Background: an optimization exercise with open tools, aiming at small area and a short achievable clock period. Do not read the settings as production practice.
In this exercise RTL edits were held to simulation tests only and were not proved equivalent to the original.
Power and IR drop assume default switching activity.

File: flow/design.v
module bs4_encode (
    input  wire          clk,
    input  wire          rst,
    input  wire          in_valid,
    input  wire [1:0]    mode,
    input  wire [1023:0] x,
    input  wire [511:0]  rnd,
    output reg           out_valid,
    output reg  [7:0]    scale,
    output reg  [127:0]  codes
);
    reg  [895:0]  x_r;        
    reg  [511:0]  rnd_r;
    reg  [1:0]    mode_r;
    reg           valid_r;
    wire [1023:0] xq;         
    genvar i, b;
    generate
        for (i = 0; i < 32; i = i + 1) begin : g_in
            always @(posedge clk)
                x_r[28*i +: 28] <= {x[32*i+5 +: 27], |x[32*i +: 5]};
            assign xq[32*i +: 32] = {x_r[28*i+1 +: 27], 4'd0, x_r[28*i]};
        end
    endgenerate
    always @(posedge clk) begin
        if (rst)
            valid_r <= 1'b0;
        else
            valid_r <= in_valid;
        rnd_r  <= rnd;
        mode_r <= mode;
    end
    wire [31:0] nf_l;
    wire [31:0] gt_l;
    wire [3:0]  eh [0:31];
    wire [3:0]  el [0:31];
    generate
        for (i = 0; i < 32; i = i + 1) begin : g_key
            assign nf_l[i] = &xq[32*i+23 +: 8];
            assign gt_l[i] = xq[32*i+22] & (|xq[32*i +: 22]);
            assign eh[i]   = xq[32*i+27 +: 4];
            assign el[i]   = xq[32*i+23 +: 4];
        end
    endgenerate
    wire [15:1] th_h;
    generate
        for (b = 1; b < 16; b = b + 1) begin : g_th
            wire [31:0] c;
            for (i = 0; i < 32; i = i + 1) begin : g_e
                assign c[i] = (eh[i] >= b);
            end
            assign th_h[b] = |c;
        end
    endgenerate
    wire [3:0] k_h = {th_h[8],
                      th_h[12] | (th_h[4] & ~th_h[8]),
                      th_h[14] | (th_h[10] & ~th_h[12]) | (th_h[6] & ~th_h[8]) | (th_h[2] & ~th_h[4]),
                      th_h[15] | (th_h[13] & ~th_h[14]) | (th_h[11] & ~th_h[12]) | (th_h[9] & ~th_h[10]) |
                      (th_h[7] & ~th_h[8]) | (th_h[5] & ~th_h[6]) | (th_h[3] & ~th_h[4]) | (th_h[1] & ~th_h[2])};
    wire [31:0] sel_h;
    generate
        for (i = 0; i < 32; i = i + 1) begin : g_selh
            assign sel_h[i] = (eh[i] == k_h);
        end
    endgenerate
    wire [15:1] th_l;
    generate
        for (b = 1; b < 16; b = b + 1) begin : g_tl
            wire [31:0] c;
            for (i = 0; i < 32; i = i + 1) begin : g_e
                assign c[i] = sel_h[i] & (el[i] >= b);
            end
            assign th_l[b] = |c;
        end
    endgenerate
    wire [3:0] k_l = {th_l[8],
                      th_l[12] | (th_l[4] & ~th_l[8]),
                      th_l[14] | (th_l[10] & ~th_l[12]) | (th_l[6] & ~th_l[8]) | (th_l[2] & ~th_l[4]),
                      th_l[15] | (th_l[13] & ~th_l[14]) | (th_l[11] & ~th_l[12]) | (th_l[9] & ~th_l[10]) |
                      (th_l[7] & ~th_l[8]) | (th_l[5] & ~th_l[6]) | (th_l[3] & ~th_l[4]) | (th_l[1] & ~th_l[2])};
    wire [31:0] g_c;
    generate
        for (i = 0; i < 32; i = i + 1) begin : g_g
            assign g_c[i] = sel_h[i] & (el[i] == k_l) & gt_l[i];
        end
    endgenerate
    wire [8:0] kmax = {k_h, k_l, |g_c};
    wire any_nf = |nf_l;
    wire [7:0] e_m    = kmax[8:1];
    wire [7:0] e_inc  = e_m + 8'd1;
    wire [7:0] kc_g0  = (e_m[7:1] == 7'd0) ? 8'd2 : e_m;
    wire [7:0] kc_g1  = (e_inc[7:1] == 7'd0) ? 8'd2 : e_inc;
    wire [2:0] kh_g0  = kc_g0[7:5] - 3'd1;
    wire [2:0] kh_g1  = kc_g1[7:5] - 3'd1;
    wire [7:0] kc     = kmax[0] ? kc_g1 : kc_g0;
    wire [2:0] kc_hm1 = kmax[0] ? kh_g1 : kh_g0;
    wire [7:0] s_fin  = kc - 8'd2;
    wire [127:0] code_c;
    wire [1:0]   mode_e = any_nf ? 2'd1 : mode_r;    
    wire         m_sr   = (mode_e == 2'd2);
    wire         m_ne   = (mode_e[1] == mode_e[0]);  
    generate
        for (i = 0; i < 32; i = i + 1) begin : g_elm
            e2m1_round u_el (
                .x    (xq[32*i +: 32]),
                .kc   (kc),
                .kc_hm1 (kc_hm1),
                .nf   (any_nf),
                .r    (rnd_r[16*i +: 16]),
                .m_sr (m_sr),
                .m_ne (m_ne),
                .code (code_c[4*i +: 4])
            );
        end
    endgenerate
    always @(posedge clk) begin
        if (rst)
            out_valid <= 1'b0;
        else
            out_valid <= valid_r;
        scale <= any_nf ? 8'hFF : s_fin;
        codes <= code_c;
    end
endmodule
module e2m1_round (
    input  wire [31:0] x,
    input  wire [7:0]  kc,
    input  wire [2:0]  kc_hm1,
    input  wire        nf,
    input  wire [15:0] r,
    input  wire        m_sr,
    input  wire        m_ne,
    output wire [3:0]  code
);
    wire        sx = x[31];
    wire [7:0]  ex = x[30:23];
    wire        h  = |ex;
    wire [23:0] w  = {h, x[22:0]};
    wire [7:0]  ee = {ex[7:1], ex[0] | ~h};       
    wire [4:0]  dg = kc[4:0] & ~ee[4:0];
    wire [4:0]  dp = kc[4:0] | ~ee[4:0];
    wire [4:0]  dx = kc[4:0] ^ ~ee[4:0];
    wire [5:0]  dc;
    assign dc[0] = 1'b1;
    assign dc[1] = dg[0] | dp[0];
    assign dc[2] = dg[1] | (dp[1] & dg[0]) | (dp[1] & dp[0]);
    assign dc[3] = dg[2] | (dp[2] & dg[1]) | (dp[2] & dp[1] & dg[0]) | (dp[2] & dp[1] & dp[0]);
    assign dc[4] = dg[3] | (dp[3] & dg[2]) | (dp[3] & dp[2] & dg[1]) | (dp[3] & dp[2] & dp[1] & dg[0]) |
                   (dp[3] & dp[2] & dp[1] & dp[0]);
    assign dc[5] = dg[4] | (dp[4] & dc[4]);
    wire [5:0]  lo   = {dc[5], dx ^ dc[4:0]};
    wire        near = lo[5] ? (kc[7:5] == ee[7:5]) : (kc_hm1 == ee[7:5]);
    wire [4:0]  dl   = lo[4:0];
    wire        d0 = near & (dl == 5'd0);
    wire        d1 = near & (dl == 5'd1);
    wire        d2 = near & (dl == 5'd2);
    wire        d3 = near & (dl == 5'd3);
    wire        d4 = near & (dl == 5'd4);
    wire        big = ~near | (dl > 5'd19);
    wire        ov = h & (dl[4:1] == 4'd0);
    wire [4:0]  sa = {dl[4:2], dl[1] | ov, dl[0] & ~ov};
    wire [19:0] win = big ? 20'd0 : (w[23:4] >> sa);
    wire [15:0] frac = win[15:0];
    wire [15:0] cg = frac & r;
    wire [15:0] cp = frac | r;
    wire [3:0]  gg, gp;
    genvar q;
    generate
        for (q = 0; q < 4; q = q + 1) begin : g_grp
            assign gg[q] = cg[4*q+3] | (cp[4*q+3] & cg[4*q+2]) |
                           (cp[4*q+3] & cp[4*q+2] & cg[4*q+1]) |
                           (cp[4*q+3] & cp[4*q+2] & cp[4*q+1] & cg[4*q]);
            assign gp[q] = &cp[4*q +: 4];
        end
    endgenerate
    wire sr_up = gg[3] | (gp[3] & gg[2]) | (gp[3] & gp[2] & gg[1]) |
                 (gp[3] & gp[2] & gp[1] & gg[0]);
    wire o19 = |w[19:0];
    wire o20 = o19 | w[20];
    wire o21 = o20 | w[21];
    wire o22 = o21 | w[22];
    wire rne_up = h ? ( ((d0 | d1 | d2) & w[21] & (o20 | w[22])) |
                        (d3 & w[22]) |
                        (d4 & o22) )
                    : ( (d1 & w[20] & (o19 | w[21])) |
                        (d2 & w[21] & (o20 | w[22])) |
                        (d3 & w[22] & o21) );
    wire up = (m_sr & sr_up) | (m_ne & rne_up);
    wire [2:0] base = nf ? 3'd0 :
                      h ? ( d0 ? {2'b11, w[22]} :
                            d1 ? {2'b10, w[22]} :
                            d2 ? {2'b01, w[22]} :
                            d3 ? 3'd1 : 3'd0 )
                        : ( d1 ? {1'b0, w[22], w[21]} :
                            d2 ? {2'b00, w[22]} : 3'd0 );
    wire [2:0] base1 = base + 3'd1;
    wire [2:0] mag = up ? base1 : base;
    assign code = {sx & ~nf, mag};
endmodule
File: flow/flow/run.sh
#!/bin/bash
# Own layout flow:
#  1. the standard synthesis (standard.sh synth), unchanged;
#  2. the combinational logic of that netlist re-mapped by Yosys/ABC with
#     flow/remap.abc (the flip-flops are kept as they are, by name and cell);
#  3. the standard ORFS layout from that netlist, with the port buffers
#     made of the plain buf_1 cell.
# Each tool writes its full output to a log file in this folder.
set -euo pipefail
# repair_timing aims for this much setup slack (a period of about 11.8 ns)
MARGIN=38.2
R=orfs/results/${FLOW_PLATFORM}/bs4_encode/base
LIB=${FLOW_HOME}/platforms/${FLOW_PLATFORM}/lib/sky130_fd_sc_hd__tt_025C_1v80.lib

bash standard.sh synth > flow_synth.log 2>&1

python3 flow/gencells.py "$LIB" cells_model.v > flow_gencells.log 2>&1
DU=$(grep -A40 "DONT_USE_CELLS" ${FLOW_HOME}/platforms/${FLOW_PLATFORM}/config.mk | grep -o "sky130_fd_sc_hd__[a-z0-9_]*" | sed 's/^/-dont_use /' | tr '\n' ' ')
cp $R/1_2_yosys.v synth_standard.v
cat > remap.ys <<EOS
read_verilog cells_model.v
read_verilog synth_standard.v
hierarchy -top ${FLOW_TOP}
flatten
opt_clean -purge
techmap
opt -fast
abc -liberty $LIB $DU -script flow/remap.abc
opt_clean -purge
hilomap -singleton -hicell sky130_fd_sc_hd__conb_1 HI -locell sky130_fd_sc_hd__conb_1 LO
splitnets
opt_clean -purge
insbuf -buf sky130_fd_sc_hd__buf_4 A X
check
stat -liberty $LIB
write_verilog -noattr -nohex -nodec synth_remapped.v
EOS
yosys -s remap.ys > flow_remap.log 2>&1
cp synth_remapped.v $R/1_2_yosys.v
rm -f $R/1_synth.odb $R/1_synth.sdc

bash standard.sh 'BUFFER_PORTS_ARGS=-buffer_cell sky130_fd_sc_hd__buf_1' "SETUP_SLACK_MARGIN=${MARGIN}" finish > flow_layout.log 2>&1
File: flow/flow/gencells.py
# Generate Verilog models of the sky130hd cells from the liberty: combinational
# cells as assigns, sequential cells as blackboxes.
import re, sys
lib = open(sys.argv[1]).read()
out = []
for m in re.finditer(r'\n\s*cell \("([^"]+)"\)\s*\{', lib):
    name = m.group(1)
    # find cell body by brace matching
    i = m.end(); depth = 1
    while depth:
        c = lib[i]
        if c == '{': depth += 1
        elif c == '}': depth -= 1
        i += 1
    body = lib[m.end():i]
    pins = []
    for pm in re.finditer(r'\n\s*pin \("([^"]+)"\)\s*\{', body):
        j = pm.end(); d = 1
        while d:
            c = body[j]
            if c == '{': d += 1
            elif c == '}': d -= 1
            j += 1
        pb = body[pm.end():j]
        dirm = re.search(r'direction\s*:\s*"?(\w+)', pb)
        fm = re.search(r'\n\s*function\s*:\s*"([^"]*)"', pb)
        pins.append((pm.group(1), dirm.group(1) if dirm else None, fm.group(1) if fm else None))
    seq = re.search(r'\n\s*(ff|latch|statetable)\s*\(', body) is not None
    ins = [p for p in pins if p[1] == 'input']
    outs = [p for p in pins if p[1] == 'output']
    if not outs:
        continue
    ports = ', '.join([f'input {p[0]}' for p in ins] + [f'output {p[0]}' for p in outs])
    if seq or any(p[2] is None for p in outs):
        out.append(f'(* blackbox *)\nmodule {name}({ports});\nendmodule\n')
        continue
    lines = [f'module {name}({ports});']
    for p in outs:
        f = p[2].replace('!', '~').replace('+', '|').replace('*', '&')
        f = re.sub(r"(\w+)'", r'~\1', f)
        lines.append(f'  assign {p[0]} = {f};')
    lines.append('endmodule\n')
    out.append('\n'.join(lines))
open(sys.argv[2], 'w').write('\n'.join(out))
File: flow/flow/remap.abc
strash
&get -n
&st
&dch
&nf -D 8000 -R 1000
&put
topo
buffer -c
upsize -c -D 8000
dnsize -c -D 8000
File: flow/standard.sh
#!/bin/bash
# synth_recipe.tcl (not shown) runs the flow's synth.tcl, then flattens the netlist and writes it again
# the make line also repeats each setting of config.mk as NAME=value (left out here)
make -C /OpenROAD-flow-scripts/flow DESIGN_CONFIG=/design/flow/config.mk WORK_HOME=/design/flow/orfs CLKGATE_MAP_FILE= SYNTH_SCRIPT=/design/flow/synth_recipe.tcl "${@:-finish}"
File: flow/config.mk
export PLATFORM = sky130hd
export DESIGN_NAME = bs4_encode
export DESIGN_NICKNAME = bs4_encode
export VERILOG_FILES = /design/flow/design.v
export SDC_FILE = /design/flow/constraint.sdc
export NUM_CORES = 8
export LEC_CHECK = 0
export ABC_AREA = 1
export CAP_MARGIN = 20
export CORE_MARGIN = 2
export CORE_UTILIZATION = 20
export PLACE_DENSITY = 0.6
export SLEW_MARGIN = 20
File: flow/constraint.sdc
create_clock -name core_clock -period 50.0 [get_ports {clk}]
set_input_delay 10.0000 -clock core_clock [delete_from_list [all_inputs] [get_ports {clk}]]
set_output_delay 10.0000 -clock core_clock [all_outputs]
set_load 0.01 [all_outputs]
==> impl_metrics.toml, run 1 <==
[outcome]
outcome = "complete, no violations"

[sta]
worst_slew_pin_slew_ns = 1.40
post-route-min-period_ns = 13.51
share_of_the_clock_period_used_by_the_worst_path_after_layout = 0.270
setup_repair_after_global_routing_missed_its_margin = "yes"
max_freq_mhz = 74.0
max-slew-margin-rel = 0.0601
number_of_endpoints_with_negative_hold_slack_in_the_final_report = 0
timing.setup.tns_ns = 0
whs_ns = 0.426
number_of_setup_violations_in_the_final_report = 0
fin_worst_skew_ns = 0.110
final_max_slew_viol_count = 0

[routing]
route.antenna.remaining_nets = 0
num_vias = 103933
routed_wirelength_um = 670000
post-route-drc-count = 0
drt_first_iter_violations = 12314
drt_pass1_iterations = 9
wl_per_cell_um = 35.0
routed_via_count_divided_by_cell_count = 5.43

[cells_and_area]
instances_no_fill = 19143
synthToLayoutAreaGrowth_pct = 45.4
layout.area.seq_sq_mm = 0.0311
postLayoutCoreUtil = 0.292
multiInputGateArea_sq_mm = 0.0612
design.final.nets = 14629
post_route_cells_drive_above_1_share = 0.228
num-fill-cells = 45685

[place]
hpwl_um = 519000
placed_cells_incl_taps = 17667
io_buffer_count = 1677
routabilityCongestion = 1.08

[worst_setup_path]
end_kind = "flop"
worst_r2r_path_depth = 67
arrival_ns = 14.37
worstPathMaxFanout = 10
crit_slowest_cell = "sky130_fd_sc_hd__a222oi_1"
critical_path_class = "flop to flop"
startpoint_type = "flop"
crit_path_max_incr_delay_ns = 1.12
reg2reg_setup_slack_ns = 36.49
critical_path.reg2reg.endpoint = "codes[76]$_DFF_P_"
critPathMostFrequentCell = "sky130_fd_sc_hd__buf_6"
timing.rr.start = "x_r[500]$_DFF_P_"
worst-endpoint-required_ns = 50.86

[global_routing]
globalRoute.busiestLayer = "met2"
use_met1 = 0.346
vias_in_the_first_global_route = 95970
grt_util_met3 = 0.0909
antenna_found_initial = 352
grt_max_degree = 70
grt.overflow.total = 0
grt.met2_usage = 0.434
global_route_wire_length_before_repair_um = 863000
grt_use_total = 0.289

[cts]
root_buffer = "sky130_fd_sc_hd__clkbuf_16"
worst_skew_pair.late_latency_ns = 0.98
ctsHtreeMaxLevel = 4
clkSinkCount = 1548
ctsLongestPathBuffers = 4
tritoncts.num_buffers = 195
clock_transition_at_the_registers_of_the_reported_paths_ns = 0.06
tritoncts = "done"

[floorplan]
rows = 240
chipHeight_um = 660
core_region_area_sq_mm = 0.428
area_enclosed_by_the_die_boundary_sq_mm = 0.435
die_width_um = 660
ios = 1678
initial_utilization = 0.201

[logic_synthesis]
synthesis.instances = 10349
synth-warning-count = 1
syn-cell-area_sq_mm = 0.0860
synth_fp_nets = 11890
syn_area_per_cell_sq_um = 8.31

[hold_path]
min_delay_worst_endpoint = "codes[63]$_DFF_P_"
min_from = "x_r[447]$_DFF_P_"
hold_class = "flop to flop"
hold_path_depth = 1

[job]
max_cap_violations = 0

[power_and_ir_drop]
power.density_cell_area_mw_per_mm2 = 85.7
power.leakage_nw = 46.8
ir_drop_mv = 0.0452
[metal layers]
layer | vias to the layer above | wire, um
met2 | 7053 | 286000
met5 | - | 933
met3 | 1955 | 68700
met1 | 50131 | 257000
li1 | 44652 | -
met4 | 142 | 56900
[worst max-delay path by stage]
stage                     cells after the start              from                 end
after floorplan                               2              x[0]      x_r[0]$_DFF_P_
after global placement                       51  x_r[222]$_DFF_P_  codes[126]$_DFF_P_
after detailed placement                     53  x_r[446]$_DFF_P_  codes[125]$_DFF_P_
after CTS                                    62  x_r[137]$_DFF_P_   codes[26]$_DFF_P_
after global routing                         68  x_r[668]$_DFF_P_   codes[76]$_DFF_P_
final                                        67  x_r[500]$_DFF_P_   codes[76]$_DFF_P_
[flip-flops by register name, indices dropped and copies added, names as in the netlist]
register,flops
scale,8
x_r,896
rnd_r,512
out_valid,1
codes,128
mode_r,2
valid_r,1
[per-stage QoR]
| step | cell area [sq um] | worst slack, ns | total power [mW] |
|---|---|---|---|
| finish | 125000 | 36.49 | 10.7 |
| global route | 125000 | 36.36 | 11.3 |
| CTS | 118000 | 36.96 | 9.72 |
| detailed placement | 100000 | 32.06 | 6.89 |
| global placement | 100000 | 31.11 | 6.94 |
| floorplan | 86000 | 39.67 | 5.41 |
[repair_timing]
| item | CTS | global route |
|---|---|---|
| endpoints found under the setup margin | 107 | 97 |
| hold buffers | 0 | 0 |
| gates resized for setup | 1146 | 856 |
| pin swaps | 328 | 491 |
| setup buffers | 554 | 284 |
| gates cloned | 57 | 16 |
[critical path: cells and delay by family, from the launching register on]
family | cells | cell delay, ns
fa+ha+maj | 2 | 0.68
flops | 1 | 0.61
mux | 3 | 0.61
compound gates | 16 | 3.92
buf+inv | 21 | 2.29
xor+xnor | 3 | 0.42
simple gates | 22 | 4.83
[layout by cell type, fill, tap and decap left out, drive strengths merged, types with 273 or more instances in the layout]
| cell type | instances |
|---|---|
| a21oi | 772 |
| buf | 2835 |
| dfxtp | 1548 |
| mux2i | 974 |
| nand2 | 965 |
| nor2 | 1181 |
| nor3 | 273 |
| nor4 | 294 |
| o21ai | 709 |
| o22ai | 318 |
| xnor2 | 297 |
[area by class of cell]
type,count,area share
clock buffers,238,0.0425
flip-flops and latches,1548,0.248
well taps,5687,0.0569
multi-input cells,8290,0.490
repair buffers,2858,0.140
repair inverters,1,0.0000400
clock inverters,116,0.0125
inverters,194,0.00608
diodes,211,0.00422
[where the power goes]
part	internal [mW]	switching, mW	total (mW)
clock network	0.901	0.650	1.55
registers	1.31	0.114	1.42
logic	3.30	4.45	7.75
==> inputs of run 2 (changes only) <==
--- a/flow/config.mk
+++ b/flow/config.mk
@@ -11,2 +11,4 @@
 export CORE_UTILIZATION = 20
+export CTS_CLUSTER_DIAMETER = 80
+export CTS_CLUSTER_SIZE = 22
 export PLACE_DENSITY = 0.6
==> run 2 against run 1 <==
Effect of this change: largest power group unchanged; hold slack improved by 0.0078 ns; highest routed layer unchanged; register-to-register slack improved by 0.27 ns; clock power fell by 17%; synthesized cell count did not move; clock skew fell by 0.039 ns; synthesized area did not move; setup slack improved by 0.27 ns; largest cell class unchanged; via count fell by 1.4%; sequential share of layout area rose by 0.88 points; sequential cell count did not move.
==> impl_metrics.toml, run 2 <==
[outcome]
outcome = "complete, no violations"

[global_routing]
vias_in_the_first_global_route = 94364
grt.overflow.total = 0
global_route_wire_length_before_repair_um = 852000
grt_max_degree = 70
antenna_found_initial = 338
grt_use_total = 0.286

[sta]
setup_repair_after_global_routing_missed_its_margin = "yes"
number_of_endpoints_with_negative_hold_slack_in_the_final_report = 0
max-slew-margin-rel = 0.0972
max_freq_mhz = 75.5
number_of_setup_violations_in_the_final_report = 0
post-route-min-period_ns = 13.24
fin_worst_skew_ns = 0.0704
worst_slew_pin_slew_ns = 1.34
timing.setup.tns_ns = 0
share_of_the_clock_period_used_by_the_worst_path_after_layout = 0.265
final_max_slew_viol_count = 0

[floorplan]
rows = 240
initial_utilization = 0.201
core_region_area_sq_mm = 0.428
die_width_um = 660
ios = 1678
area_enclosed_by_the_die_boundary_sq_mm = 0.435
chipHeight_um = 660

[worst_setup_path]
worstPathMaxFanout = 10
crit_path_max_incr_delay_ns = 0.89
worst-endpoint-required_ns = 50.80
arrival_ns = 14.04
end_kind = "flop"
critPathTopFamily = "compound AO/OA/AOI/OAI gates"
critical_path.n_buffers_inverters = 12
critical_path_class = "flop to flop"
startpoint_type = "flop"
crit_slowest_cell = "sky130_fd_sc_hd__a21oi_1"

[power_and_ir_drop]
power.leakage_nw = 45.0
ir_drop_mv = 0.0513
p_int_mw = 4.97
power.density_cell_area_mw_per_mm2 = 83.1
fraction_of_power_spent_switching_nets = 0.505
report.power.total_mw = 10.1
switchingPower_mw = 5.08
p_seq_frac = 0.141
comb_power_share = 0.732
power_frac_clock = 0.127

[cells_and_area]
largest_reg_flops = 896
instances_no_fill = 18891
num-fill-cells = 46010
layout.cells.most_common = "sky130_fd_sc_hd__buf_1"
largest_registers = "x_r (896), rnd_r (512), codes (128)"
synthToLayoutAreaGrowth_pct = 40.6
design.final.nets = 14442
most-common-layout-cells = "1670 x sky130_fd_sc_hd__buf_1, 1488 x sky130_fd_sc_hd__dfxtp_1, 1028 x sky130_fd_sc_hd__nor2_1, 907 x sky130_fd_sc_hd__nand2_1, 848 x sky130_fd_sc_hd__buf_4"
registers.top_by_ff_count = "x_r"
post_route_cells_drive_above_1_share = 0.203

[cts]
root_buffer = "sky130_fd_sc_hd__clkbuf_16"
worst_skew_pair.late_latency_ns = 0.95
tritoncts = "done"
clock_transition_at_the_registers_of_the_reported_paths_ns = 0.08
clkSinkCount = 1548
ctsLongestPathBuffers = 4
ctsHtreeMaxLevel = 4
tritoncts.num_buffers = 149

[place]
routabilityCongestion = 1.08
hpwl_um = 519000
io_buffer_count = 1677
placed_cells_incl_taps = 17667

[hold_path]
hold_class = "flop to flop"

[job]
max_cap_violations = 0

[routing]
wl_per_cell_um = 35.2
drt_pass1_iterations = 8
post-route-drc-count = 0
detailroute.wirelength.met2_um = 287000
route.antenna.remaining_nets = 0
routed_via_count_divided_by_cell_count = 5.42
highest_layer = "met5"
routed-wl-met3_um = 68600
detail_route.wirelength.met1_um = 255000
num_vias = 102451
drt_first_iter_violations = 12636
routed_wirelength_um = 664000

[logic_synthesis]
syn_area_per_cell_sq_um = 8.31
synthesis.instances = 10349
synth_fp_nets = 11890
synth-warning-count = 1
syn-cell-area_sq_mm = 0.0860
[run 2: changes by cell type in the layout (fill, tap and decap cells not counted), sizes merged, moves of 2 or more]
cell / delta
inv: +30
bufbuf: -3
diode: -14
bufinv: -23
buf: -140
clkinv: -4
clkbuf: -82
clkinvlp: -15
nor2: +2
[run 2: layout make-up]
| cell class | count | area, sq um | area share |
|---|---|---|---|
| multi-input cells | 8289 | 60100 | 0.497 |
| diodes | 197 | 493 | 0.00408 |
| inverters | 194 | 761 | 0.00629 |
| flip-flops and latches | 1548 | 31100 | 0.257 |
| clock inverters | 104 | 1530 | 0.0126 |
| clock buffers | 153 | 3770 | 0.0312 |
| repair buffers | 2718 | 16000 | 0.132 |
| well taps | 5687 | 7120 | 0.0588 |
| repair inverters | 1 | 5.00 | 0.0000414 |
[run 2: power groups by stage]
stage                     combinational [mW]  clock, mW  sequential, mW
after CTS                               6.36       1.32            1.41
after floorplan                         4.02          0            1.39
after detailed placement                5.45          0            1.43
after global routing                    7.80       1.35            1.42
after global placement                  5.51          0            1.44
final                                   7.36       1.28            1.42
[run 2: worst paths after layout]
kind / start / to / slack (ns) / depth (start not counted)
hold reg to reg: x_r[279]$_DFF_P_ / codes[39]$_DFF_P_ / 0.43 / 1
setup / recovery: x_r[612]$_DFF_P_ / codes[73]$_DFF_P_ / 36.76 / 63
hold / removal: x_r[279]$_DFF_P_ / codes[39]$_DFF_P_ / 0.43 / 1
setup reg to reg: x_r[612]$_DFF_P_ / codes[73]$_DFF_P_ / 36.76 / 63
[run 2: stage by stage]
step           worst slack (ns)  hold slack, ns   util  cell area (sq um)
2_1_floorplan             39.67           0.407      -              86000
3_3_place_gp              31.11           0.410  0.234             100000
3_5_place_dp              32.06           0.416  0.235             100000
4_1_cts                   37.11           0.436  0.267             114000
5_1_grt                   36.78           0.446  0.282             121000
6_report                  36.76           0.434  0.283             121000
[run 2: routing by layer]
metal,vias to the layer above,track usage
li1,44196,-
met1,49521,0.342
met2,6789,0.432
met3,1797,0.0921
met4,148,0.201
met5,-,0
[run 2: repair_timing]
item | CTS | global route
hold buffers | 0 | 0
endpoints found under the hold margin | 0 | 0
buffers inserted | 396 | 308
gates cloned | 39 | 27
gates resized for setup | 936 | 770
endpoints found under the setup margin | 108 | 96
pin swaps | 239 | 400
[run 2: worst reg2reg max path: cells and delay by family, from the launching register on]
family / cells / cell delay, ns
flops: 1 / 0.50
simple gates: 18 / 3.50
fa+ha+maj: 3 / 1.02
xor+xnor: 2 / 0.38
mux: 3 / 0.67
compound gates: 25 / 5.29
buf+inv: 12 / 1.75
==> inputs of run 3 (changes only) <==
--- a/flow/design.v
+++ b/flow/design.v
@@ -88,11 +88,10 @@
     wire any_nf = |nf_l;
-    wire [7:0] e_m    = kmax[8:1];
-    wire [7:0] e_inc  = e_m + 8'd1;
-    wire [7:0] kc_g0  = (e_m[7:1] == 7'd0) ? 8'd2 : e_m;
-    wire [7:0] kc_g1  = (e_inc[7:1] == 7'd0) ? 8'd2 : e_inc;
-    wire [2:0] kh_g0  = kc_g0[7:5] - 3'd1;
-    wire [2:0] kh_g1  = kc_g1[7:5] - 3'd1;
-    wire [7:0] kc     = kmax[0] ? kc_g1 : kc_g0;
-    wire [2:0] kc_hm1 = kmax[0] ? kh_g1 : kh_g0;
-    wire [7:0] s_fin  = kc - 8'd2;
+    wire [7:0] e_m  = kmax[8:1];
+    wire       e_lo = ~|e_m[7:1];                       
+    wire [7:0] ep   = e_lo ? 8'd2 : e_m;
+    wire       gp   = kmax[0] & ~e_lo;
+    wire [7:0] kc   = ep + {7'd0, gp};
+    wire [7:0] s_fin = kc - 8'd2;
+    wire [2:0] ep_hm1 = ep[7:5] - 3'd1;
+    wire [2:0] ep_hp1 = ep[7:5] + 3'd1;
     wire [127:0] code_c;
@@ -105,4 +104,6 @@
                 .x    (xq[32*i +: 32]),
-                .kc   (kc),
-                .kc_hm1 (kc_hm1),
+                .ep   (ep),
+                .ep_hm1 (ep_hm1),
+                .ep_hp1 (ep_hp1),
+                .gp   (gp),
                 .nf   (any_nf),
@@ -126,4 +127,6 @@
     input  wire [31:0] x,
-    input  wire [7:0]  kc,
-    input  wire [2:0]  kc_hm1,
+    input  wire [7:0]  ep,
+    input  wire [2:0]  ep_hm1,
+    input  wire [2:0]  ep_hp1,
+    input  wire        gp,
     input  wire        nf,
@@ -139,15 +142,8 @@
     wire [7:0]  ee = {ex[7:1], ex[0] | ~h};       
-    wire [4:0]  dg = kc[4:0] & ~ee[4:0];
-    wire [4:0]  dp = kc[4:0] | ~ee[4:0];
-    wire [4:0]  dx = kc[4:0] ^ ~ee[4:0];
-    wire [5:0]  dc;
-    assign dc[0] = 1'b1;
-    assign dc[1] = dg[0] | dp[0];
-    assign dc[2] = dg[1] | (dp[1] & dg[0]) | (dp[1] & dp[0]);
-    assign dc[3] = dg[2] | (dp[2] & dg[1]) | (dp[2] & dp[1] & dg[0]) | (dp[2] & dp[1] & dp[0]);
-    assign dc[4] = dg[3] | (dp[3] & dg[2]) | (dp[3] & dp[2] & dg[1]) | (dp[3] & dp[2] & dp[1] & dg[0]) |
-                   (dp[3] & dp[2] & dp[1] & dp[0]);
-    assign dc[5] = dg[4] | (dp[4] & dc[4]);
-    wire [5:0]  lo   = {dc[5], dx ^ dc[4:0]};
-    wire        near = lo[5] ? (kc[7:5] == ee[7:5]) : (kc_hm1 == ee[7:5]);
+    wire [5:0]  nee  = 6'd32 - {1'b0, ee[4:0]};
+    wire [6:0]  t    = {2'd0, ep[4:0]} + {1'b0, nee} + {6'd0, gp};
+    wire        near = (t[6:5] == 2'd1 && ep[7:5] == ee[7:5]) ||
+                       (t[6:5] == 2'd0 && ep_hm1 == ee[7:5]) ||
+                       (t[6:5] == 2'd2 && ep_hp1 == ee[7:5]);
+    wire [5:0]  lo   = {1'b0, t[4:0]};
     wire [4:0]  dl   = lo[4:0];
@@ -165,3 +161,3 @@
     wire [15:0] cp = frac | r;
-    wire [3:0]  gg, gp;
+    wire [3:0]  gg, gq;
     genvar q;
@@ -172,7 +168,7 @@
                            (cp[4*q+3] & cp[4*q+2] & cp[4*q+1] & cg[4*q]);
-            assign gp[q] = &cp[4*q +: 4];
+            assign gq[q] = &cp[4*q +: 4];
         end
     endgenerate
-    wire sr_up = gg[3] | (gp[3] & gg[2]) | (gp[3] & gp[2] & gg[1]) |
-                 (gp[3] & gp[2] & gp[1] & gg[0]);
+    wire sr_up = gg[3] | (gq[3] & gg[2]) | (gq[3] & gq[2] & gg[1]) |
+                 (gq[3] & gq[2] & gq[1] & gg[0]);
     wire o19 = |w[19:0];
--- a/flow/config.mk
+++ b/flow/config.mk
@@ -11,4 +11,2 @@
 export CORE_UTILIZATION = 20
-export CTS_CLUSTER_DIAMETER = 80
-export CTS_CLUSTER_SIZE = 22
 export PLACE_DENSITY = 0.6
==> run 3 against run 2 <==
Effect of this change: still clean on timing, DRC and antenna; power shrank 25%; via count up 4.8%; design area increased by 2.0%; sequential share of layout area decreased by 0.44 points; sequential cell count did not move; wire length increased by 2.0%; clock power up about 20%; synthesized cell count grew 9.6%; fmax up 12%; count of clock-buffer cells in the layout rose by 79; critical path depth down 9; sequential power is essentially flat; critical path type unchanged; critical endpoint is now codes[113]$_DFF_P_.
==> impl_metrics.toml, run 3 <==
[routing]
num_vias = 107385
routed_wirelength_um = 677000
drt_pass1_iterations = 6
route.antenna.remaining_nets = 0
wl_per_cell_um = 34.0
routed_via_count_divided_by_cell_count = 5.39
post-route-drc-count = 0
drt_first_iter_violations = 12189

[cts]
ctsHtreeMaxLevel = 4
clkSinkCount = 1548
tritoncts.num_buffers = 190
tritoncts = "done"
root_buffer = "sky130_fd_sc_hd__clkbuf_16"
ctsLongestPathBuffers = 4
clock_transition_at_the_registers_of_the_reported_paths_ns = 0.06
worst_skew_pair.late_latency_ns = 0.98

[power_and_ir_drop]
ir_drop_mv = 0.0360
power.leakage_nw = 44.7
report.power.total_mw = 7.51
power.density_cell_area_mw_per_mm2 = 60.9

[cells_and_area]
most-common-layout-cells = "1673 x sky130_fd_sc_hd__buf_1, 1460 x sky130_fd_sc_hd__dfxtp_1, 1454 x sky130_fd_sc_hd__nor2_1, 977 x sky130_fd_sc_hd__nand2_1, 803 x sky130_fd_sc_hd__mux2i_1"
layout.area.seq_sq_mm = 0.0312
synthToLayoutAreaGrowth_pct = 36.2
post_route_cells_drive_above_1_share = 0.173
registers.top_by_ff_count = "x_r"
num-fill-cells = 49107
largest_reg_flops = 896
finalInstanceArea_sq_mm = 0.123
postLayoutCoreUtil = 0.273
layout.cells.most_common = "sky130_fd_sc_hd__buf_1"
design.final.nets = 15118
largest_registers = "x_r (896), rnd_r (512), codes (128)"
multiInputGateArea_sq_mm = 0.0631

[sta]
number_of_endpoints_with_negative_hold_slack_in_the_final_report = 0
max-slew-margin-rel = 0.140
timing.setup.tns_ns = 0
final_max_slew_viol_count = 0
fin_worst_skew_ns = 0.108
worst_slew_pin_slew_ns = 1.29
setup_repair_after_global_routing_missed_its_margin = "yes"
share_of_the_clock_period_used_by_the_worst_path_after_layout = 0.236
max_freq_mhz = 84.7
number_of_setup_violations_in_the_final_report = 0
post-route-min-period_ns = 11.81

[worst_setup_path]
critical_path.reg2reg.endpoint = "codes[113]$_DFF_P_"
crit_path_max_incr_delay_ns = 0.64
arrival_ns = 12.61
timing.rr.start = "x_r[557]$_DFF_P_"
critical_path_class = "flop to flop"
reg2reg_setup_slack_ns = 38.19
worst-endpoint-required_ns = 50.80
crit_slowest_cell = "sky130_fd_sc_hd__nor4_2"
critPathMostFrequentCell = "sky130_fd_sc_hd__buf_4"
worst_r2r_path_depth = 54
worstPathMaxFanout = 11
end_kind = "flop"
startpoint_type = "flop"

[global_routing]
grt_use_total = 0.278
antenna_found_initial = 332
grt_max_degree = 41
vias_in_the_first_global_route = 100995
grt.overflow.total = 0
grt.met2_usage = 0.440
globalRoute.busiestLayer = "met2"
use_met1 = 0.324
global_route_wire_length_before_repair_um = 884000
grt_util_met3 = 0.0673

[floorplan]
ios = 1678
initial_utilization = 0.201
area_enclosed_by_the_die_boundary_sq_mm = 0.458
core_region_area_sq_mm = 0.452
chipHeight_um = 677
rows = 247
die_width_um = 677

[job]
max_cap_violations = 0

[hold_path]
min_from = "x_r[643]$_DFF_P_"
hold_class = "flop to flop"
min_delay_worst_endpoint = "codes[91]$_DFF_P_"
hold_path_depth = 1

[outcome]
outcome = "complete, no violations"

[logic_synthesis]
syn_area_per_cell_sq_um = 7.98
synthesis.instances = 11343
synth-warning-count = 1
syn-cell-area_sq_mm = 0.0905
synth_fp_nets = 12884

[place]
io_buffer_count = 1677
hpwl_um = 542000
placed_cell_area_sq_mm = 0.105
routabilityCongestion = 1.04
-- run 3: changes by cell type in the layout (fill, tap and decap cells not counted), moves of 70 or more --
| cell | delta |
|---|---|
| sky130_fd_sc_hd__o21ai_0 | +145 |
| sky130_fd_sc_hd__nor2_1 | +426 |
| sky130_fd_sc_hd__buf_4 | -264 |
| sky130_fd_sc_hd__mux2i_2 | -70 |
| sky130_fd_sc_hd__nand2_1 | +70 |
| sky130_fd_sc_hd__a31oi_1 | +71 |
| sky130_fd_sc_hd__nor3_1 | +127 |
-- run 3: worst max path at each step --
stage,slack (ns),cells past startpoint,endpoint,from
global route,38.10,67,codes[17]$_DFF_P_,x_r[333]$_DFF_P_
finish,38.19,54,codes[113]$_DFF_P_,x_r[557]$_DFF_P_
global placement,33.15,48,codes[85]$_DFF_P_,x_r[779]$_DFF_P_
detailed placement,34.00,51,codes[85]$_DFF_P_,x_r[25]$_DFF_P_
floorplan,39.67,2,x_r[0]$_DFF_P_,x[0]
CTS,38.17,66,codes[98]$_DFF_P_,x_r[26]$_DFF_P_
-- run 3: through the flow --
stage | worst slack, ns | hold slack (ns) | cells
floorplan | 39.67 | 0.407 | 11343
global placement | 33.15 | 0.409 | 18868
detailed placement | 34.00 | 0.412 | 18874
CTS | 38.17 | 0.420 | 19493
global route | 38.10 | 0.442 | 19829
finish | 38.19 | 0.404 | 19911
-- run 3: worst max-delay path: cells and delay by family, from the launching register on --
family	cells	cell delay (ns)
xor+xnor	2	0.31
buf+inv	13	2.65
simple gates	22	4.39
compound gates	12	2.39
fa+ha+maj	5	1.51
flops	1	0.31
-- run 3: timing repair --
action                                  CTS  global route
cloned                                   37            25
endpoints found under the setup margin  105            96
gates resized for setup                 774           653
pin swaps                               131           226
setup buffers                           232           193
hold buffers                              0             0
-- run 3: final cells by class --
cell class,instances,share of cell area
Inverter,199,0.00621
Clock buffer,232,0.0419
Tap cell,5976,0.0606
Timing Repair Buffer,2412,0.110
Multi-Input combinational cell,9226,0.511
Sequential cell,1548,0.253
Antenna cell,200,0.00406
Clock inverter,118,0.0126
-- run 3: metal layers --
layer  vias up  wire length [um]
met4        92             58300
met5         -               569
li1      46887                 -
met3      1894             58400
met2      6632            303000
met1     51880            257000
-- run 3: power by group --
part / internal, mW / total [mW] / switching, mW
registers: 1.31 / 1.42 / 0.117
logic: 1.73 / 4.56 / 2.83
clock network: 0.866 / 1.53 / 0.659
==> inputs of run 4 (changes only) <==
--- a/flow/config.mk
+++ b/flow/config.mk
@@ -11,2 +11,3 @@
 export CORE_UTILIZATION = 20
+export CTS_BUF_LIST = sky130_fd_sc_hd__clkbuf_4 sky130_fd_sc_hd__clkbuf_8
 export PLACE_DENSITY = 0.6
==> run 4 against run 3 <==
Effect of this change: count of clock-buffer cells in the layout increased by 203; critical endpoint is now codes[64]$_DFF_P_; first-iteration DRC count decreased by 4.9%; clock power is 3% lower; fmax grew 0.48%; via count increased by 1.2%; cell count grew 1.4%; largest power group unchanged; design area is 1.9% higher; critical path depth grew 3; wire length increased by 0.29%.
==> impl_metrics.toml, run 4 <==
[cells_and_area]
registers.top_by_ff_count = "x_r"
largest_reg_flops = 896
synthToLayoutAreaGrowth_pct = 38.7
postLayoutCoreUtil = 0.278
most-common-layout-cells = "1600 x sky130_fd_sc_hd__buf_1, 1450 x sky130_fd_sc_hd__nor2_1, 1416 x sky130_fd_sc_hd__dfxtp_1, 979 x sky130_fd_sc_hd__nand2_1, 776 x sky130_fd_sc_hd__mux2i_1"
largest_registers = "x_r (896), rnd_r (512), codes (128)"
instances_no_fill = 20192
design.final.nets = 15330
num-fill-cells = 49073
post_route_cells_drive_above_1_share = 0.207
finalInstanceArea_sq_mm = 0.126
layout.cells.most_common = "sky130_fd_sc_hd__buf_1"

[worst_setup_path]
worst-endpoint-required_ns = 50.98
crit_path_max_incr_delay_ns = 0.76
critical_path_class = "flop to flop"
crit_slowest_cell = "sky130_fd_sc_hd__o211ai_1"
critPathMostFrequentCell = "sky130_fd_sc_hd__buf_4"
timing.rr.start = "x_r[82]$_DFF_P_"
critPathTopFamily = "simple AND/OR/NAND/NOR gates"
worst_r2r_path_depth = 57
startpoint_type = "flop"
worstPathMaxFanout = 11
reg2reg_setup_slack_ns = 38.25
critical_path.reg2reg.endpoint = "codes[64]$_DFF_P_"
arrival_ns = 12.74
critical_path.n_buffers_inverters = 16
end_kind = "flop"

[sta]
share_of_the_clock_period_used_by_the_worst_path_after_layout = 0.235
max_freq_mhz = 85.1
layout_setup_ws_ns = 38.25
max-slew-margin-rel = 0.162
timing.setup.tns_ns = 0
number_of_setup_violations_in_the_final_report = 0
whs_ns = 0.398
fin_worst_skew_ns = 0.0968
worst_slew_pin_slew_ns = 1.25
final_max_slew_viol_count = 0
number_of_endpoints_with_negative_hold_slack_in_the_final_report = 0
post-route-min-period_ns = 11.75
setup_repair_after_global_routing_missed_its_margin = "yes"

[routing]
post-route-drc-count = 0
routed_via_count_divided_by_cell_count = 5.38
drt_pass1_iterations = 10
drt_first_iter_violations = 11596
route.antenna.remaining_nets = 0
num_vias = 108635
routed_wirelength_um = 679000
wl_per_cell_um = 33.6

[logic_synthesis]
syn_area_per_cell_sq_um = 7.98
synth-warning-count = 1
synth_fp_nets = 12884
synthesis.instances = 11343
syn-cell-area_sq_mm = 0.0905

[place]
io_buffer_count = 1677
placed_cell_area_sq_mm = 0.105
routabilityCongestion = 1.04
dp_worst_setup_slack_ns = 34.00
placed_cells_incl_taps = 18874
hpwl_um = 542000

[global_routing]
vias_in_the_first_global_route = 102648
grt.overflow.total = 0
grt_max_degree = 41
grt_use_total = 0.279
antenna_found_initial = 333
global_route_wire_length_before_repair_um = 888000

[cts]
root_buffer = "sky130_fd_sc_hd__clkbuf_8"
tritoncts = "done"
ctsLongestPathBuffers = 4
clkSinkCount = 1548
worst_skew_pair.late_latency_ns = 1.16
ctsHtreeMaxLevel = 5
clock_transition_at_the_registers_of_the_reported_paths_ns = 0.06
tritoncts.num_buffers = 304

[hold_path]
min_delay_worst_endpoint = "codes[91]$_DFF_P_"
hold_path_depth = 1
min_from = "x_r[643]$_DFF_P_"
hold_class = "flop to flop"

[floorplan]
initial_utilization = 0.201
core_region_area_sq_mm = 0.452
area_enclosed_by_the_die_boundary_sq_mm = 0.458
ios = 1678
rows = 247
die_width_um = 677
chipHeight_um = 677

[power_and_ir_drop]
power.leakage_nw = 46.1
ir_drop_mv = 0.0409
power.density_cell_area_mw_per_mm2 = 60.4
report.power.total_mw = 7.58

[outcome]
outcome = "complete, no violations"

[job]
max_cap_violations = 0
==> run 4: worst max-delay path by stage <==
stage / start / to / slack (ns) / depth (start not counted)
detailed placement: x_r[25]$_DFF_P_ / codes[85]$_DFF_P_ / 34.00 / 51
finish: x_r[82]$_DFF_P_ / codes[64]$_DFF_P_ / 38.25 / 57
floorplan: x[0] / x_r[0]$_DFF_P_ / 39.67 / 2
global route: x_r[809]$_DFF_P_ / codes[17]$_DFF_P_ / 38.08 / 65
CTS: x_r[277]$_DFF_P_ / codes[41]$_DFF_P_ / 38.10 / 59
global placement: x_r[779]$_DFF_P_ / codes[85]$_DFF_P_ / 33.15 / 48
==> run 4: layout make-up <==
| class | instances | area (sq um) | area share |
|---|---|---|---|
| Clock buffer | 435 | 5550 | 0.0442 |
| Tap cell | 5976 | 7480 | 0.0595 |
| Timing Repair Buffer | 2514 | 14800 | 0.118 |
| Sequential cell | 1548 | 31300 | 0.249 |
| Multi-Input combinational cell | 9222 | 63900 | 0.509 |
| Inverter | 199 | 771 | 0.00614 |
| Clock inverter | 111 | 1280 | 0.0102 |
| Antenna cell | 187 | 468 | 0.00373 |
==> run 4: metal layers <==
metal / up-vias / global-route usage / part of all wire
met3: 2015 / 0.0715 / 0.089
li1: 47342 / - / -
met5: - / 0 / 0.0011
met2: 6816 / 0.442 / 0.44
met4: 108 / 0.211 / 0.090
met1: 52354 / 0.322 / 0.38
==> run 4: where the power goes <==
part           total, mW  internal [mW]  switching (mW)
combinational       4.68           1.81            2.87
clock               1.48          0.821           0.656
sequential          1.43           1.31           0.117
==> run 4: what timing repair did <==
action	CTS	global route
gates resized for setup	1123	698
pin swaps	197	263
buffers inserted	303	216
cloned	45	21
endpoints found under the hold margin	0	0
hold buffers	0	0
setup endpoints to repair	175	96
==> inputs of run 5 (changes only) <==
--- a/flow/config.mk
+++ b/flow/config.mk
@@ -9,5 +9,4 @@
 export CAP_MARGIN = 20
-export CORE_MARGIN = 2
-export CORE_UTILIZATION = 20
-export CTS_BUF_LIST = sky130_fd_sc_hd__clkbuf_4 sky130_fd_sc_hd__clkbuf_8
+export CORE_AREA = 2 2 578 578
+export DIE_AREA = 0 0 580 580
 export PLACE_DENSITY = 0.6
==> run 5 against run 4 <==
Effect of this change: critical endpoint unchanged; hold slack improved by 0.029 ns; synthesized cell count is the same; clock skew decreased by 0.021 ns; global-route usage is 5.9 points higher; sequential share of layout area is 0.96 points higher; sequential power barely moved; sequential cell count is the same; still clean; count of clock-buffer cells in the layout is 218 lower.
==> impl_metrics.toml, run 5 <==
[outcome]
outcome = "complete, no violations"

[cells_and_area]
multiInputGateArea_sq_mm = 0.0628
registers.top_by_ff_count = "x_r"
layout.area.seq_sq_mm = 0.0311
synthToLayoutAreaGrowth_pct = 32.6
design.final.nets = 15078
post_route_cells_drive_above_1_share = 0.166
num-fill-cells = 34983
largest_reg_flops = 896
most-common-layout-cells = "1676 x sky130_fd_sc_hd__buf_1, 1490 x sky130_fd_sc_hd__dfxtp_1, 1458 x sky130_fd_sc_hd__nor2_1, 981 x sky130_fd_sc_hd__nand2_1, 821 x sky130_fd_sc_hd__mux2i_1"
largest_registers = "x_r (896), rnd_r (512), codes (128)"
layout.cells.most_common = "sky130_fd_sc_hd__buf_1"

[sta]
worst_slew_pin_slew_ns = 1.23
final_max_slew_viol_count = 0
post-route-min-period_ns = 12.12
setup_repair_after_global_routing_missed_its_margin = "yes"
number_of_endpoints_with_negative_hold_slack_in_the_final_report = 0
max_freq_mhz = 82.5
share_of_the_clock_period_used_by_the_worst_path_after_layout = 0.242
fin_worst_skew_ns = 0.0759
max-slew-margin-rel = 0.174
timing.setup.tns_ns = 0
number_of_setup_violations_in_the_final_report = 0

[worst_setup_path]
worst_r2r_path_depth = 56
worst-endpoint-required_ns = 50.76
worstPathMaxFanout = 25
reg2reg_setup_slack_ns = 37.88
crit_slowest_cell = "sky130_fd_sc_hd__nor4_1"
crit_path_max_incr_delay_ns = 0.74
timing.rr.start = "x_r[754]$_DFF_P_"
critical_path_class = "flop to flop"
startpoint_type = "flop"
end_kind = "flop"
critical_path.reg2reg.endpoint = "codes[64]$_DFF_P_"
arrival_ns = 12.88

[power_and_ir_drop]
report.power.total_mw = 7.30
power.leakage_nw = 44.3
ir_drop_mv = 0.0349
power.density_cell_area_mw_per_mm2 = 60.8

[cts]
tritoncts = "done"
tritoncts.num_buffers = 186
cts-hold-fix-buffers = 0
clkSinkCount = 1548
root_buffer = "sky130_fd_sc_hd__clkbuf_16"
ctsLongestPathBuffers = 4
clock_transition_at_the_registers_of_the_reported_paths_ns = 0.06
ctsHtreeMaxLevel = 4
worst_skew_pair.late_latency_ns = 0.94

[hold_path]
hold_class = "flop to flop"
min_delay_worst_endpoint = "codes[3]$_DFF_P_"
hold_path_depth = 1
min_from = "x_r[27]$_DFF_P_"

[routing]
route.antenna.remaining_nets = 0
num_vias = 106257
routed_via_count_divided_by_cell_count = 5.83
drt_first_iter_violations = 12831
drt_pass1_iterations = 7
post-route-drc-count = 0
routed_wirelength_um = 609000
wl_per_cell_um = 33.4

[place]
routabilityCongestion = 1.09
io_buffer_count = 1677
hpwl_um = 483000

[floorplan]
initial_utilization = 0.274
area_enclosed_by_the_die_boundary_sq_mm = 0.336
chipHeight_um = 580
rows = 211
ios = 1678
die_width_um = 580
core_region_area_sq_mm = 0.330

[global_routing]
grt_max_degree = 42
global_route_wire_length_before_repair_um = 802000
antenna_found_initial = 313
vias_in_the_first_global_route = 97442
grt_use_total = 0.338
grt.overflow.total = 0

[logic_synthesis]
syn-cell-area_sq_mm = 0.0905
syn_area_per_cell_sq_um = 7.98
synthesis.instances = 11343
synth-warning-count = 1
synth_fp_nets = 12884

[job]
max_cap_violations = 0
-- run 5: worst max-delay path by stage --
stage,from,to,slack [ns]
2_1_floorplan,x[0],x_r[0]$_DFF_P_,39.67
3_3_place_gp,x_r[779]$_DFF_P_,codes[69]$_DFF_P_,33.04
3_5_place_dp,x_r[80]$_DFF_P_,codes[89]$_DFF_P_,33.78
4_1_cts,x_r[250]$_DFF_P_,codes[114]$_DFF_P_,38.11
5_1_grt,x_r[81]$_DFF_P_,codes[33]$_DFF_P_,37.81
6_report,x_r[754]$_DFF_P_,codes[64]$_DFF_P_,37.88
-- run 5: repair_timing --
item                                    in CTS  in global routing
gates cloned                                25                 29
endpoints found under the setup margin      97                 96
resized for setup                          604                747
buffers inserted                           136                281
pin swaps                                   85                293
-- run 5: final cells by class --
type / count / share of cell area
antenna: 180 / 0.00375
clock buffer: 217 / 0.0417
clock inverter: 116 / 0.0114
inverter: 199 / 0.00643
multi-input combinational: 9223 / 0.523
sequential: 1548 / 0.259
tap: 4366 / 0.0455
timing repair buffer: 2379 / 0.109
-- run 5: report_power, final --
group / leakage [nW] / switching (mW) / internal [mW]
Clock: 3.09 / 0.629 / 0.808
Combinational: 28.2 / 2.74 / 1.71
Sequential: 13.0 / 0.106 / 1.31
Total: 44.3 / 3.48 / 3.82
-- run 5: critical path, delay by kind of cell, from the launching register on --
family | cells | cell delay [ns]
buffers and inverters | 13 | 2.24
xor gates and xnor gates | 1 | 0.15
muxes | 2 | 0.40
AOI/OAI and AO/OA | 15 | 3.15
and+or+nand+nor | 20 | 4.10
DFF | 1 | 0.50
adders and majority gates | 5 | 1.41
-- run 5: stage by stage --
stage	setup WS [ns]	area, sq um	std cells	hold WS [ns]	util
after floorplan	39.67	90500	11343	0.407	-
after global placement	33.04	103000	17240	0.408	0.310
after detailed placement	33.78	103000	17244	0.413	0.311
after CTS	38.11	113000	17738	0.431	0.343
after global routing	37.81	120000	18168	0.441	0.363
final	37.88	120000	18228	0.427	0.363
-- run 5: per-layer routing --
layer  GRT usage  share of wire  vias to the layer above
met3      0.0942           0.10                     1766
met2       0.522           0.44                     6749
met5           0         0.0018                        -
li1            -              -                    46758
met4       0.239          0.081                      100
met1       0.403           0.38                    50884
==> inputs of run 6 (changes only) <==
--- a/flow/flow/run.sh
+++ b/flow/flow/run.sh
@@ -9,4 +9,4 @@
 set -euo pipefail
-# repair_timing aims for this much setup slack (a period of about 11.8 ns)
-MARGIN=38.2
+# repair_timing aims for this much setup slack (a period of about 11.5 ns)
+MARGIN=38.5
 R=orfs/results/${FLOW_PLATFORM}/bs4_encode/base
--- a/flow/config.mk
+++ b/flow/config.mk
@@ -10,2 +10,4 @@
 export CORE_AREA = 2 2 578 578
+export CTS_CLUSTER_DIAMETER = 80
+export CTS_CLUSTER_SIZE = 22
 export DIE_AREA = 0 0 580 580
==> run 6 against run 5 <==
Effect of this change: still clean; sequential cell count is the same; largest cell class unchanged; combinational power up 7.4%; non-clock buffer count is 197 higher; synthesized cell count did not move; cell count grew 0.65%; count of clock-buffer cells in the layout fell by 64.
==> impl_metrics.toml, run 6 <==
[worst_setup_path]
startpoint_type = "flop"
crit_slowest_cell = "sky130_fd_sc_hd__xnor2_1"
critical_path_class = "flop to flop"
crit_path_max_incr_delay_ns = 0.76
arrival_ns = 12.61
worst-endpoint-required_ns = 50.78
reg2reg_setup_slack_ns = 38.17
end_kind = "flop"
worstPathMaxFanout = 41
critPathMostFrequentCell = "sky130_fd_sc_hd__buf_12"

[routing]
post-route-drc-count = 0
drt_first_iter_violations = 12756
route.antenna.remaining_nets = 0
routed_wirelength_um = 613000
drt_pass1_iterations = 9
wl_per_cell_um = 33.4
num_vias = 107306
routed_via_count_divided_by_cell_count = 5.85

[sta]
setup_repair_after_global_routing_missed_its_margin = "yes"
fin_worst_skew_ns = 0.0694
whs_ns = 0.433
timing.setup.tns_ns = 0
max_freq_mhz = 84.5
number_of_endpoints_with_negative_hold_slack_in_the_final_report = 0
final_max_slew_viol_count = 0
worst_slew_pin_slew_ns = 1.21
post-route-min-period_ns = 11.83
layout_setup_ws_ns = 38.17
max-slew-margin-rel = 0.184
number_of_setup_violations_in_the_final_report = 0
share_of_the_clock_period_used_by_the_worst_path_after_layout = 0.237

[place]
dp_worst_setup_slack_ns = 33.78
placed_cell_area_sq_mm = 0.103
routabilityCongestion = 1.09
hpwl_um = 483000
io_buffer_count = 1677

[outcome]
outcome = "complete, no violations"

[global_routing]
antenna_found_initial = 303
vias_in_the_first_global_route = 98375
global_route_wire_length_before_repair_um = 808000
grt.overflow.total = 0
grt_max_degree = 42
grt_use_total = 0.340

[cts]
ctsLongestPathBuffers = 4
tritoncts = "done"
tritoncts.num_buffers = 146
clock_transition_at_the_registers_of_the_reported_paths_ns = 0.08
worst_skew_pair.late_latency_ns = 0.91
root_buffer = "sky130_fd_sc_hd__clkbuf_16"
ctsHtreeMaxLevel = 4
clkSinkCount = 1548

[power_and_ir_drop]
fraction_of_power_spent_switching_nets = 0.485
ir_drop_mv = 0.0395
p_int_mw = 3.82
power_frac_clock = 0.166
p_seq_frac = 0.191
power.density_cell_area_mw_per_mm2 = 60.5
power.leakage_nw = 45.3
comb_power_share = 0.643
switchingPower_mw = 3.60

[job]
max_cap_violations = 0

[logic_synthesis]
synth_fp_nets = 12884
syn_area_per_cell_sq_um = 7.98
syn-cell-area_sq_mm = 0.0905
synthesis.instances = 11343
synth-warning-count = 1

[floorplan]
rows = 211
area_enclosed_by_the_die_boundary_sq_mm = 0.336
core_region_area_sq_mm = 0.330
die_width_um = 580
ios = 1678
chipHeight_um = 580
initial_utilization = 0.274

[hold_path]
hold_class = "flop to flop"

[cells_and_area]
postLayoutCoreUtil = 0.372
num-fill-cells = 34686
post_route_cells_drive_above_1_share = 0.202
most-common-layout-cells = "1597 x sky130_fd_sc_hd__buf_1, 1439 x sky130_fd_sc_hd__dfxtp_1, 1431 x sky130_fd_sc_hd__nor2_1, 965 x sky130_fd_sc_hd__nand2_1, 737 x sky130_fd_sc_hd__mux2i_1"
design.final.nets = 15240
synthToLayoutAreaGrowth_pct = 35.6
largest_reg_flops = 896
largest_registers = "x_r (896), rnd_r (512), codes (128)"
finalInstanceArea_sq_mm = 0.123
registers.top_by_ff_count = "x_r"
layout.cells.most_common = "sky130_fd_sc_hd__buf_1"
-- run 6: path summary, 6_finish.rpt --
path                    startpoint                to  depth (start not counted)
hold / removal     x_r[27]$_DFF_P_  codes[3]$_DFF_P_                          1
setup / recovery  x_r[334]$_DFF_P_  codes[6]$_DFF_P_                         55
setup reg to reg  x_r[334]$_DFF_P_  codes[6]$_DFF_P_                         55
hold reg to reg    x_r[27]$_DFF_P_  codes[3]$_DFF_P_                          1
-- run 6: layout make-up --
| cell class | count | area (sq um) | area share |
|---|---|---|---|
| Antenna cell | 177 | 443 | 0.00361 |
| Timing Repair Buffer | 2576 | 15200 | 0.124 |
| Multi-Input combinational cell | 9228 | 64600 | 0.526 |
| Sequential cell | 1548 | 31200 | 0.254 |
| Clock buffer | 153 | 3720 | 0.0303 |
| Inverter | 199 | 777 | 0.00633 |
| Clock inverter | 100 | 1370 | 0.0112 |
| Tap cell | 4366 | 5460 | 0.0445 |
-- run 6: through the flow --
| step | std cells | power, mW |
|---|---|---|
| 6_report | 18347 | 7.43 |
| 5_1_grt | 18287 | 7.77 |
| 4_1_cts | 17828 | 6.75 |
| 3_5_place_dp | 17244 | 5.07 |
| 3_3_place_gp | 17240 | 5.12 |
| 2_1_floorplan | 11343 | 4.08 |
-- run 6: metal layers --
| layer | track usage | share of wire | wire [um] |
|---|---|---|---|
| met5 | 0 | 0.0011 | 676 |
| met4 | 0.246 | 0.083 | 50900 |
| met3 | 0.0943 | 0.10 | 61500 |
| met2 | 0.524 | 0.44 | 267000 |
| met1 | 0.405 | 0.38 | 233000 |
-- run 6: worst max-delay path: cells and delay by family, from the launching register on --
kind / cells / cell delay, ns
AND/OR/NAND/NOR: 23 / 4.04
AO/OA/AOI/OAI: 14 / 3.62
buffers and inverters: 14 / 1.81
XOR/XNOR: 1 / 0.76
multiplexers: 3 / 0.75
flip-flops: 1 / 0.53
-- run 6: power by group through the flow --
stage	logic (mW)	registers [mW]	clock network [mW]
2_1_floorplan	2.69	1.39	0
3_3_place_gp	3.69	1.43	0
3_5_place_dp	3.63	1.43	0
4_1_cts	4.08	1.41	1.26
5_1_grt	5.05	1.42	1.31
6_report	4.78	1.42	1.23
-- run 6: timing repair --
action,in CTS,in global routing
setup buffers,291,313
gates cloned,40,29
resized for setup,1035,937
pin swaps,177,358
endpoints found under the setup margin,184,96
hold buffers,0,0
==> inputs of run 7 (changes only) <==
--- a/flow/design.v
+++ b/flow/design.v
@@ -44,3 +44,3 @@
     endgenerate
-    wire [15:1] th_h;
+    reg  [15:1] th_h;
     generate
@@ -49,5 +49,6 @@
             for (i = 0; i < 32; i = i + 1) begin : g_e
-                assign c[i] = (eh[i] >= b);
+                assign c[i] = (x[32*i+27 +: 4] >= b);
             end
-            assign th_h[b] = |c;
+            always @(posedge clk)
+                th_h[b] <= |c;
         end
==> run 7 against run 6 <==
Effect of this change: sequential power about the same; sequential share of layout area increased by 2.6 points; die area unchanged; combinational power is 4% higher; hold slack lost 0.0018 ns; global-route usage fell by 1.4 points; non-clock buffer count fell by 597; synthesized cell count up 6.9%; design area fell by 8.8%; fmax increased by 2.4%; critical path type is now primary input to flop; largest cell class unchanged; largest power group unchanged.
==> impl_metrics.toml, run 7 <==
[outcome]
outcome = "complete, no violations"

[worst_setup_path]
crit_slowest_cell = "sky130_fd_sc_hd__or3_4"
critical_path.n_buffers_inverters = 3
path_depth = 9
startpoint_type = "primary input"
crit_path_max_incr_delay_ns = 0.46
worst_r2r_path_depth = 46
arrival_ns = 12.29
end_kind = "flop"
critical_path_class = "primary input to flop"
timing.critical_path.cells = "buf_1 > buf_4 > nor4_2 > nand4_1 > nor2_4 > inv_1 > or3_4 > nor4_2 > nand4_1"
worst-endpoint-required_ns = 50.73
critPathTopFamily = "simple AND/OR/NAND/NOR gates"
worstPathMaxFanout = 10

[logic_synthesis]
syn-cell-area_sq_mm = 0.0923
syn_area_per_cell_sq_um = 7.61
synth-warning-count = 1
synthesis.instances = 12124
synth_fp_nets = 13665

[floorplan]
ios = 1678
die_width_um = 580
core_region_area_sq_mm = 0.330
area_enclosed_by_the_die_boundary_sq_mm = 0.336
rows = 211
initial_utilization = 0.279
chipHeight_um = 580

[global_routing]
antenna_found_initial = 264
global_route_wire_length_before_repair_um = 785000
grt.overflow.total = 0
grt_max_degree = 68
vias_in_the_first_global_route = 99481
grt_use_total = 0.326

[cts]
clock_transition_at_the_registers_of_the_reported_paths_ns = 0.09
ctsHtreeMaxLevel = 4
worst_skew_pair.late_latency_ns = 0.91
ctsLongestPathBuffers = 4
tritoncts.num_buffers = 140
clkSinkCount = 1563
root_buffer = "sky130_fd_sc_hd__clkbuf_16"
tritoncts = "done"

[cells_and_area]
design.final.nets = 15394
largest_registers = "x_r (896), rnd_r (512), codes (128)"
num-fill-cells = 35551
largest_reg_flops = 896
post_route_cells_drive_above_1_share = 0.0827
layout.cells.most_common = "sky130_fd_sc_hd__nor2_1"
most-common-layout-cells = "1764 x sky130_fd_sc_hd__nor2_1, 1616 x sky130_fd_sc_hd__buf_1, 1520 x sky130_fd_sc_hd__dfxtp_1, 1366 x sky130_fd_sc_hd__nand2_1, 855 x sky130_fd_sc_hd__o21ai_0"
registers.top_by_ff_count = "x_r"
synthToLayoutAreaGrowth_pct = 21.3

[power_and_ir_drop]
switchingPower_mw = 4.06
ir_drop_mv = 0.0380
p_int_mw = 3.50
comb_power_share = 0.655
fraction_of_power_spent_switching_nets = 0.537
p_seq_frac = 0.189
power_frac_clock = 0.156
power.leakage_nw = 40.7
power.density_cell_area_mw_per_mm2 = 67.6

[routing]
drt_first_iter_violations = 14101
detail_route.wirelength.met1_um = 232000
routed_via_count_divided_by_cell_count = 5.85
wl_per_cell_um = 31.6
post-route-drc-count = 0
routed-wl-met3_um = 55900
highest_layer = "met5"
detailroute.wirelength.met2_um = 250000
route.antenna.remaining_nets = 0
drt_pass1_iterations = 7
num_vias = 107885
routed_wirelength_um = 583000

[place]
routabilityCongestion = 1.10
io_buffer_count = 1677
dp_worst_setup_slack_ns = 35.57
hpwl_um = 472000

[sta]
post-route-min-period_ns = 11.56
final_max_slew_viol_count = 0
number_of_setup_violations_in_the_final_report = 0
worst_slew_pin_slew_ns = 1.23
fin_worst_skew_ns = 0.0813
setup_repair_after_global_routing_missed_its_margin = "no"
max_freq_mhz = 86.5
number_of_endpoints_with_negative_hold_slack_in_the_final_report = 0
timing.setup.tns_ns = 0
whs_ns = 0.431
max-slew-margin-rel = 0.175
share_of_the_clock_period_used_by_the_worst_path_after_layout = 0.231
layout_setup_ws_ns = 38.44

[hold_path]
hold_path_depth = 1
hold_class = "flop to flop"

[job]
max_cap_violations = 0
==> run 7: worst register-to-register path, delay by kind of cell (launching register included) <==
kind,cells,cell delay [ns]
muxes,1,0.21
and+or+nand+nor,20,4.43
adders and majority gates,1,0.38
buffers and inverters,7,1.46
xor gates and xnor gates,2,0.54
DFF,1,0.40
AOI/OAI and AO/OA,15,3.86
==> run 7: layout make-up <==
type	instances	area [sq um]	share of cell area
antenna	134	335	0.00300
clock buffer	151	3680	0.0329
clock inverter	78	1070	0.00956
inverter	178	668	0.00597
multi-input combinational	9991	60200	0.538
sequential	1563	31400	0.280
tap	4366	5460	0.0488
timing repair buffer	1979	9070	0.0811
==> run 7: power by group through the flow <==
stage          logic [mW]  registers [mW]  clock network (mW)
2_1_floorplan        3.36            1.41                   0
3_3_place_gp         4.65            1.45                   0
3_5_place_dp         4.61            1.45                   0
4_1_cts              4.73            1.43                1.21
5_1_grt              5.34            1.43                1.25
6_report             4.95            1.43                1.18
==> run 7: worst paths after layout <==
kind                                       start           endpoint  slack, ns
worst min register to register  x_r[391]$_DFF_P_  codes[55]$_DFF_P_       0.43
worst max register to register  th_h[12]$_DFF_P_  codes[58]$_DFF_P_      38.58
worst max-delay path                      x[798]    th_h[3]$_DFF_P_      38.44
worst min-delay path            x_r[391]$_DFF_P_  codes[55]$_DFF_P_       0.43
==> run 7: timing repair <==
item	4_1_cts	5_1_grt
gates resized for setup	322	174
pin swaps	18	21
cloned	7	5
setup endpoints to repair	160	100
buffers inserted	35	39
hold buffers	0	0
==> run 7: metal layers <==
| metal | vias to the layer above | global-route usage |
|---|---|---|
| met5 | - | 0 |
| met2 | 6878 | 0.497 |
| met4 | 74 | 0.220 |
| li1 | 48182 | - |
| met1 | 51064 | 0.404 |
| met3 | 1687 | 0.0828 |
==> run 7: metrics by stage <==
step	total power [mW]	instances	instance area, sq um	utilization
after floorplan	4.77	12124	92300	-
after global placement	6.10	17990	104000	0.315
after detailed placement	6.06	17991	104000	0.315
after CTS	7.36	18262	110000	0.334
after global routing	8.02	18388	112000	0.338
final	7.56	18440	112000	0.339

## separate check: timing with driven ports
How much do the figures lean on ideal ports? The routed layouts below were timed once more, with nothing changed but the port constraints. Step 1 assumes that a clkbuf_16 drives the clock port and a buf_2 every other input. Step 2 times the ports against the registers' clock, not the clock port: input delays grow and output delays shrink by t, the midpoint of the rising clock arrivals with the driver on. Slacks: ideal / step 1 / step 2; pairs: ideal / step 1.
run | t (ns) | setup WS [ns] | worst data-port slew with drivers (ns) | cell pins on the clock port's net
run 1 | 1.065 | 36.489 / 36.489 / 36.489 | 0.43 | 1
run 2 | 1.047 | 36.757 / 36.757 / 36.757 | 0.43 | 1
run 3 | 1.053 | 38.191 / 38.132 / 38.191 | 0.41 | 1
run 4 | 1.238 | 38.247 / 38.192 / 38.247 | 0.41 | 1
run 5 | 1.034 | 37.876 / 37.876 / 37.876 | 0.39 | 1
run 6 | 1.000 | 38.166 / 38.166 / 38.166 | 0.38 | 1
run 7 | 0.996 | 38.440 / 38.427 / 37.463 | 0.38 | 1
After both steps setup and hold are still met in every run listed. For run 7, which loses most, drivers alone change the setup slack by -0.013 ns; drivers and shift together by -0.977 ns.
